This design comes from an exercise in tuning for small area, a short achievable clock period and few clock cycles per item on the open sky130 flow, not from production work.
In this exercise RTL edits were held to simulation tests only and were not proved equivalent to the original.

Setup of 03-21:
==> flow/design.v (excerpt) <==
module intake_corr (
    input  wire        clk,
    input  wire        rst,
    input  wire [15:0] cfg_gain_l,
    input  wire [15:0] cfg_gain_s,
    input  wire [15:0] cfg_ratio,
    input  wire [15:0] cfg_satlo,
    input  wire [3:0]  cfg_bw,
    input  wire [3:0]  cfg_os,
    input  wire [3:0]  cfg_gs,
    input  wire        in_valid,
    output wire        in_ready,
    input  wire [15:0] in_long,
    input  wire [15:0] in_short,
    input  wire [15:0] in_dark,
    input  wire [15:0] in_gain,
    output wire        out_valid,
    input  wire        out_ready,
    output wire [15:0] out_pix
);
    reg [15:0] c_gl, c_gs, c_satlo;
    reg [3:0]  c_os, c_gsh, c_wsh;
    reg [8:0]  c_osh;      
    reg [8:0]  c_osm;      
    reg [8:0]  c_osk;      
    reg [14:0] c_rflat;    
    reg [15:0] c_gsk;      
    reg [15:0] himask;     
    always @(posedge clk) begin
        c_gl    <= cfg_gain_l;
        c_gs    <= cfg_gain_s;
        c_satlo <= cfg_satlo;
        c_os    <= cfg_os;
        c_gsh   <= cfg_gs;
        c_wsh   <= 4'd12 - cfg_bw;
        c_osh   <= 9'd1 << cfg_os;
        c_osm   <= ~(9'h1FF << cfg_os);
        c_osk   <= 9'h1FF << cfg_os;
        c_rflat <= {15'd0, 1'b0} | ((16'd1 << cfg_gs) >> 1);
        c_gsk   <= 16'hFFFF << cfg_gs;
        himask  <= 16'hFFFF << cfg_bw;
    end
    wire [15:0] c_r7m = {c_osm, 7'h7F};                    
    wire [27:0] c_r19 = {c_osh, 19'd0} | 28'd2048;         
    wire [7:0]  c_rl  = c_osh[8:1];                        
    reg        en;                  
    reg        v0, v1, v2, v3;      
  ...
For scale: ~4,900 cells after synthesis, about 160 I/O pins, about 0.053 sq mm of cells after synthesis.
==> module intake_corr, before the edit <==
module intake_corr (
    input  wire        clk,
    input  wire        rst,
    input  wire [15:0] cfg_gain_l,
    input  wire [15:0] cfg_gain_s,
    input  wire [15:0] cfg_ratio,
    input  wire [15:0] cfg_satlo,
    input  wire [3:0]  cfg_bw,
    input  wire [3:0]  cfg_os,
    input  wire [3:0]  cfg_gs,
    input  wire        in_valid,
    output wire        in_ready,
    input  wire [15:0] in_long,
    input  wire [15:0] in_short,
    input  wire [15:0] in_dark,
    input  wire [15:0] in_gain,
    output wire        out_valid,
    input  wire        out_ready,
    output wire [15:0] out_pix
);
    reg [15:0] c_gl, c_gs, c_satlo;
    reg [3:0]  c_os, c_gsh, c_wsh;
    reg [8:0]  c_osh;      
    reg [8:0]  c_osm;      
    reg [8:0]  c_osk;      
    reg [14:0] c_rflat;    
    reg [15:0] c_gsk;      
    reg [15:0] himask;     
    always @(posedge clk) begin
        c_gl    <= cfg_gain_l;
        c_gs    <= cfg_gain_s;
        c_satlo <= cfg_satlo;
        c_os    <= cfg_os;
        c_gsh   <= cfg_gs;
        c_wsh   <= 4'd12 - cfg_bw;
        c_osh   <= 9'd1 << cfg_os;
        c_osm   <= ~(9'h1FF << cfg_os);
        c_osk   <= 9'h1FF << cfg_os;
        c_rflat <= {15'd0, 1'b0} | ((16'd1 << cfg_gs) >> 1);
        c_gsk   <= 16'hFFFF << cfg_gs;
        himask  <= 16'hFFFF << cfg_bw;
    end
    wire [15:0] c_r7m = {c_osm, 7'h7F};                    
    wire [27:0] c_r19 = {c_osh, 19'd0} | 28'd2048;         
    wire [7:0]  c_rl  = c_osh[8:1];                        
    reg        en;                  
    reg        v0, v1, v2, v3;      
    reg        va, vb;              
    reg        bl2;                 
    reg  [1:0] bs;                  
    wire       bl1;
    wire       push = en && v3;
    wire       pop  = va && out_ready;
    wire       nva  = (!va || pop) ? (vb || push) : 1'b1;
    wire       nvb  = (!va || pop) ? 1'b0 : (vb || push);
    wire       bwork = v2 && bl2 && (bs != 2'd2);
    wire [1:0] nbs  = en ? 2'd0 : (bwork ? bs + 2'd1 : bs);
    wire       nv2  = en ? v1 : v2;
    wire       nbl  = en ? bl1 : bl2;
    wire       nstall = nv2 && nbl && (nbs != 2'd2);
    always @(posedge clk) begin
        if (rst) begin
            {v0, v1, v2, v3} <= 4'd0;
            va <= 1'b0;
            vb <= 1'b0;
            en <= 1'b1;
            bs <= 2'd0;
        end else begin
            if (en) begin
                v0 <= in_valid; v1 <= v0; v2 <= v1; v3 <= v2;
            end
            va <= nva;
            vb <= nvb;
            bs <= nbs;
            en <= !(nva && nvb) && !nstall;
        end
    end
    assign in_ready  = en;
    assign out_valid = va;
    reg [15:0] l0, s0, d0, g0;
    always @(posedge clk) if (en) begin
        l0 <= in_long; s0 <= in_short; d0 <= in_dark; g0 <= in_gain;
    end
    wire [31:0] pl, ps;
    mul_gain u_gl (.a(l0), .b(c_gl), .p(pl));     
    mul_gain u_gs (.a(s0), .b(c_gs), .p(ps));
    wire [15:0] gl = (|pl[31:28]) ? 16'hFFFF : pl[27:12];
    wire [15:0] gs = (|ps[31:28]) ? 16'hFFFF : ps[27:12];
    reg  [15:0] l1, s1, d1, g1;
    always @(posedge clk) if (en) begin
        l1 <= gl; s1 <= gs; d1 <= d0; g1 <= g0;
    end
    reg  [33:0] acc;                
    reg  [15:0] l2, d2, g2;
    reg  [11:0] w2;
    reg         lo2, ss2;
    reg  [17:0] ma;                 
    reg  [15:0] mb;
    wire [16:0] wl  = {1'b0, l1} - {1'b0, c_satlo};
    wire        lt  = wl[16];                           
    wire        ge  = !lt && (|(wl[15:0] & himask));    
    wire        ss  = s1 >= c_satlo;
    wire [11:0] wd  = wl[11:0] << c_wsh;                
    assign      bl1 = v1 && !lt && !ge && !ss;
    wire        st1 = v2 && bl2 && (bs == 2'd0);
    wire        st2 = v2 && bl2 && (bs == 2'd1);
    wire [33:0] mc = st2 ? {14'd0, l2, 4'd0} : st1 ? {6'd0, c_r19} :
                     bl1 ? {10'h3FF, ~l1, 8'hFF} : {18'd0, c_r7m};
    wire [15:0] md = st2 ? acc[15:0] : st1 ? 16'd0 : 16'd1;
    wire [33:0] mp;
    mul_sr u_sr (.a(ma), .b(mb), .c(mc), .d(md), .p(mp));
    always @(posedge clk) begin
        if (en) begin
            acc <= mp;
            l2 <= l1; w2 <= wd; lo2 <= lt; ss2 <= ss; bl2 <= bl1; d2 <= d1; g2 <= g1;
        end else if (bwork) begin
            if (bs == 2'd0) acc[15:0] <= mp[31:16];         
            else            acc <= {mp[29:0], 4'd0};        
        end
    end
    always @(posedge clk) begin
        if (en) begin
            ma <= bl1 ? {2'b00, mp[15:0]} : {2'b00, gs};
            mb <= bl1 ? {4'd0, wd} : cfg_ratio;
        end else if (st1) begin
            ma <= acc[33:16];
        end else begin
            ma <= {2'b00, s1};
            mb <= cfg_ratio;
        end
    end
    wire [16:0] lr  = {1'b0, l2} + {9'd0, c_rl};
    wire [24:0] xs  = lo2 ? {8'd0, lr >> c_os} : (acc[32:8] >> c_os);
    wire        xo  = !lo2 && (|(acc[32:24] & c_osk));
    wire [15:0] xm  = (ss2 || xo) ? 16'hFFFF : xs[15:0];
    wire [15:0] sub = (xm > d2) ? (xm - d2) : 16'd0;
    reg  [15:0] u3, g3;
    always @(posedge clk) if (en) begin
        u3 <= sub; g3 <= g2;
    end
    wire [31:0] fp;
    mul_flat u_fl (.a(u3), .b(g3), .c(c_rflat), .p(fp));
    wire [31:0] fr  = fp >> c_gsh;
    wire        fo_sat = |(fp[31:16] & c_gsk);
    wire [15:0] fo  = fo_sat ? 16'hFFFF : fr[15:0];
    reg  [15:0] q0, q1;
    reg         wp, rp;
    always @(posedge clk) begin
        if (rst) begin
            wp <= 1'b0;
            rp <= 1'b0;
        end else begin
            if (push) wp <= !wp;
            if (pop)  rp <= !rp;
        end
        if (push && !wp) q0 <= fo;
        if (push &&  wp) q1 <= fo;
    end
    assign out_pix = rp ? q1 : q0;
endmodule
export LEC_CHECK = 0
export CAP_MARGIN = 20
export CORE_MARGIN = 2
export CORE_UTILIZATION = 40
export SLEW_MARGIN = 20
export SYNTH_HIERARCHICAL = 1
export SYNTH_MINIMUM_KEEP_SIZE = 0
create_clock -name core_clock -period 22.0 [get_ports {clk}]
standard.sh (not shown) runs the stock make flow with config.mk's settings and CLKGATE_MAP_FILE= SYNTH_SCRIPT=/design/flow/synth_recipe.tcl, a recipe that flattens the netlist after the stock synthesis.
==> flow/flow/run.sh <==
#!/bin/bash
# The standard layout (standard.sh: the standard flow's synthesis and ORFS flow, unchanged
# settings), with ORFS's timing repair asked to keep 15 ns of setup slack at
# the design's 22 ns clock, so that it speeds up the slowest paths.
set -eo pipefail
bash standard.sh SETUP_SLACK_MARGIN=15 finish > standard.log 2>&1
Testbench counts of 03-21, summed over its fixed seeds: cycles 65,612, items 64,000.
For 07-04, these inputs were changed with respect to 03-21:
--- a/flow/design.v
+++ b/flow/design.v
@@ -19,30 +19,26 @@
     output wire [15:0] out_pix
 );
     reg [15:0] c_gl, c_gs, c_satlo;
-    reg [3:0]  c_os, c_gsh, c_wsh;
-    reg [8:0]  c_osh;      
-    reg [8:0]  c_osm;      
-    reg [8:0]  c_osk;      
+    reg [3:0]  c_bw, c_os, c_gsh;
+    reg [7:0]  c_rl;       
     reg [14:0] c_rflat;    
-    reg [15:0] c_gsk;      
-    reg [15:0] himask;     
     always @(posedge clk) begin
         c_gl    <= cfg_gain_l;
         c_gs    <= cfg_gain_s;
         c_satlo <= cfg_satlo;
+        c_bw    <= cfg_bw;
         c_os    <= cfg_os;
         c_gsh   <= cfg_gs;
-        c_wsh   <= 4'd12 - cfg_bw;
-        c_osh   <= 9'd1 << cfg_os;
-        c_osm   <= ~(9'h1FF << cfg_os);
-        c_osk   <= 9'h1FF << cfg_os;
-        c_rflat <= {15'd0, 1'b0} | ((16'd1 << cfg_gs) >> 1);
-        c_gsk   <= 16'hFFFF << cfg_gs;
-        himask  <= 16'hFFFF << cfg_bw;
+        c_rl    <= (9'd1 << cfg_os) >> 1;
+        c_rflat <= (16'd1 << cfg_gs) >> 1;
     end
-    wire [15:0] c_r7m = {c_osm, 7'h7F};                    
-    wire [27:0] c_r19 = {c_osh, 19'd0} | 28'd2048;         
-    wire [7:0]  c_rl  = c_osh[8:1];                        
+    wire [8:0]  c_osh  = 9'd1 << c_os;                     
+    wire [8:0]  c_osk  = 9'h1FF << c_os;                   
+    wire [15:0] c_gsk  = 16'hFFFF << c_gsh;                
+    wire [15:0] himask = 16'hFFFF << c_bw;                 
+    wire [3:0]  c_wsh  = 4'd12 - c_bw;
+    wire [15:0] c_r7m  = {~c_osk, 7'h7F};                  
+    wire [27:0] c_r19  = {c_osh, 19'd0} | 28'd2048;        
     reg        en;                  
     reg        v0, v1, v2, v3;      
     reg        va, vb;              
==> run summary <==
Against 03-21, 07-04 comes in about 2.7% lower on cell area. Non-clock buffer count ended up 2.5% lower on 07-04 than on 03-21. Comparing 07-04 with 03-21, the share of the clock period used by the worst path came out essentially unchanged. Comparing the two runs side by side, 07-04 comes out behind 03-21 on max-slew headroom at the worst pin. From 03-21 to 07-04 the numbers moved as follows: number of buffers added for setup after CTS +4, count of cells along the worst register-to-register path increased by 9 relative to the old numbers, number of flip-flops and latches shrank by about 10%.
Testbench counts of 07-04, summed over its fixed seeds: cycles 65,612, items 64,000.

==> separate check: timing with driven ports <==
No port has a modelled driver above. Below, the same layouts with a new extraction and two added sets of constraints.
Step 1: set_driving_cell puts a clkbuf_16 on clk and a buf_2 on each other input, an assumption about the parent block.
Step 2 times the ports against the registers' clock, not the clock port: input delays grow and output delays shrink by t, the midpoint of the rising clock arrivals with the driver on.
Slacks: ideal / step 1 / step 2; pairs: ideal / step 1.
run	t (ns)	slack for setup (ns)	worst hold slack (ns)	worst register clock-pin slew, ns
03-21	0.736	15.180 / 15.103 / 15.188	0.412 / 0.412 / 0.412	0.07 / 0.07
07-04	0.693	15.210 / 15.137 / 15.228	0.417 / 0.417 / 0.417	0.08 / 0.08
After both steps every run listed still meets setup and hold.
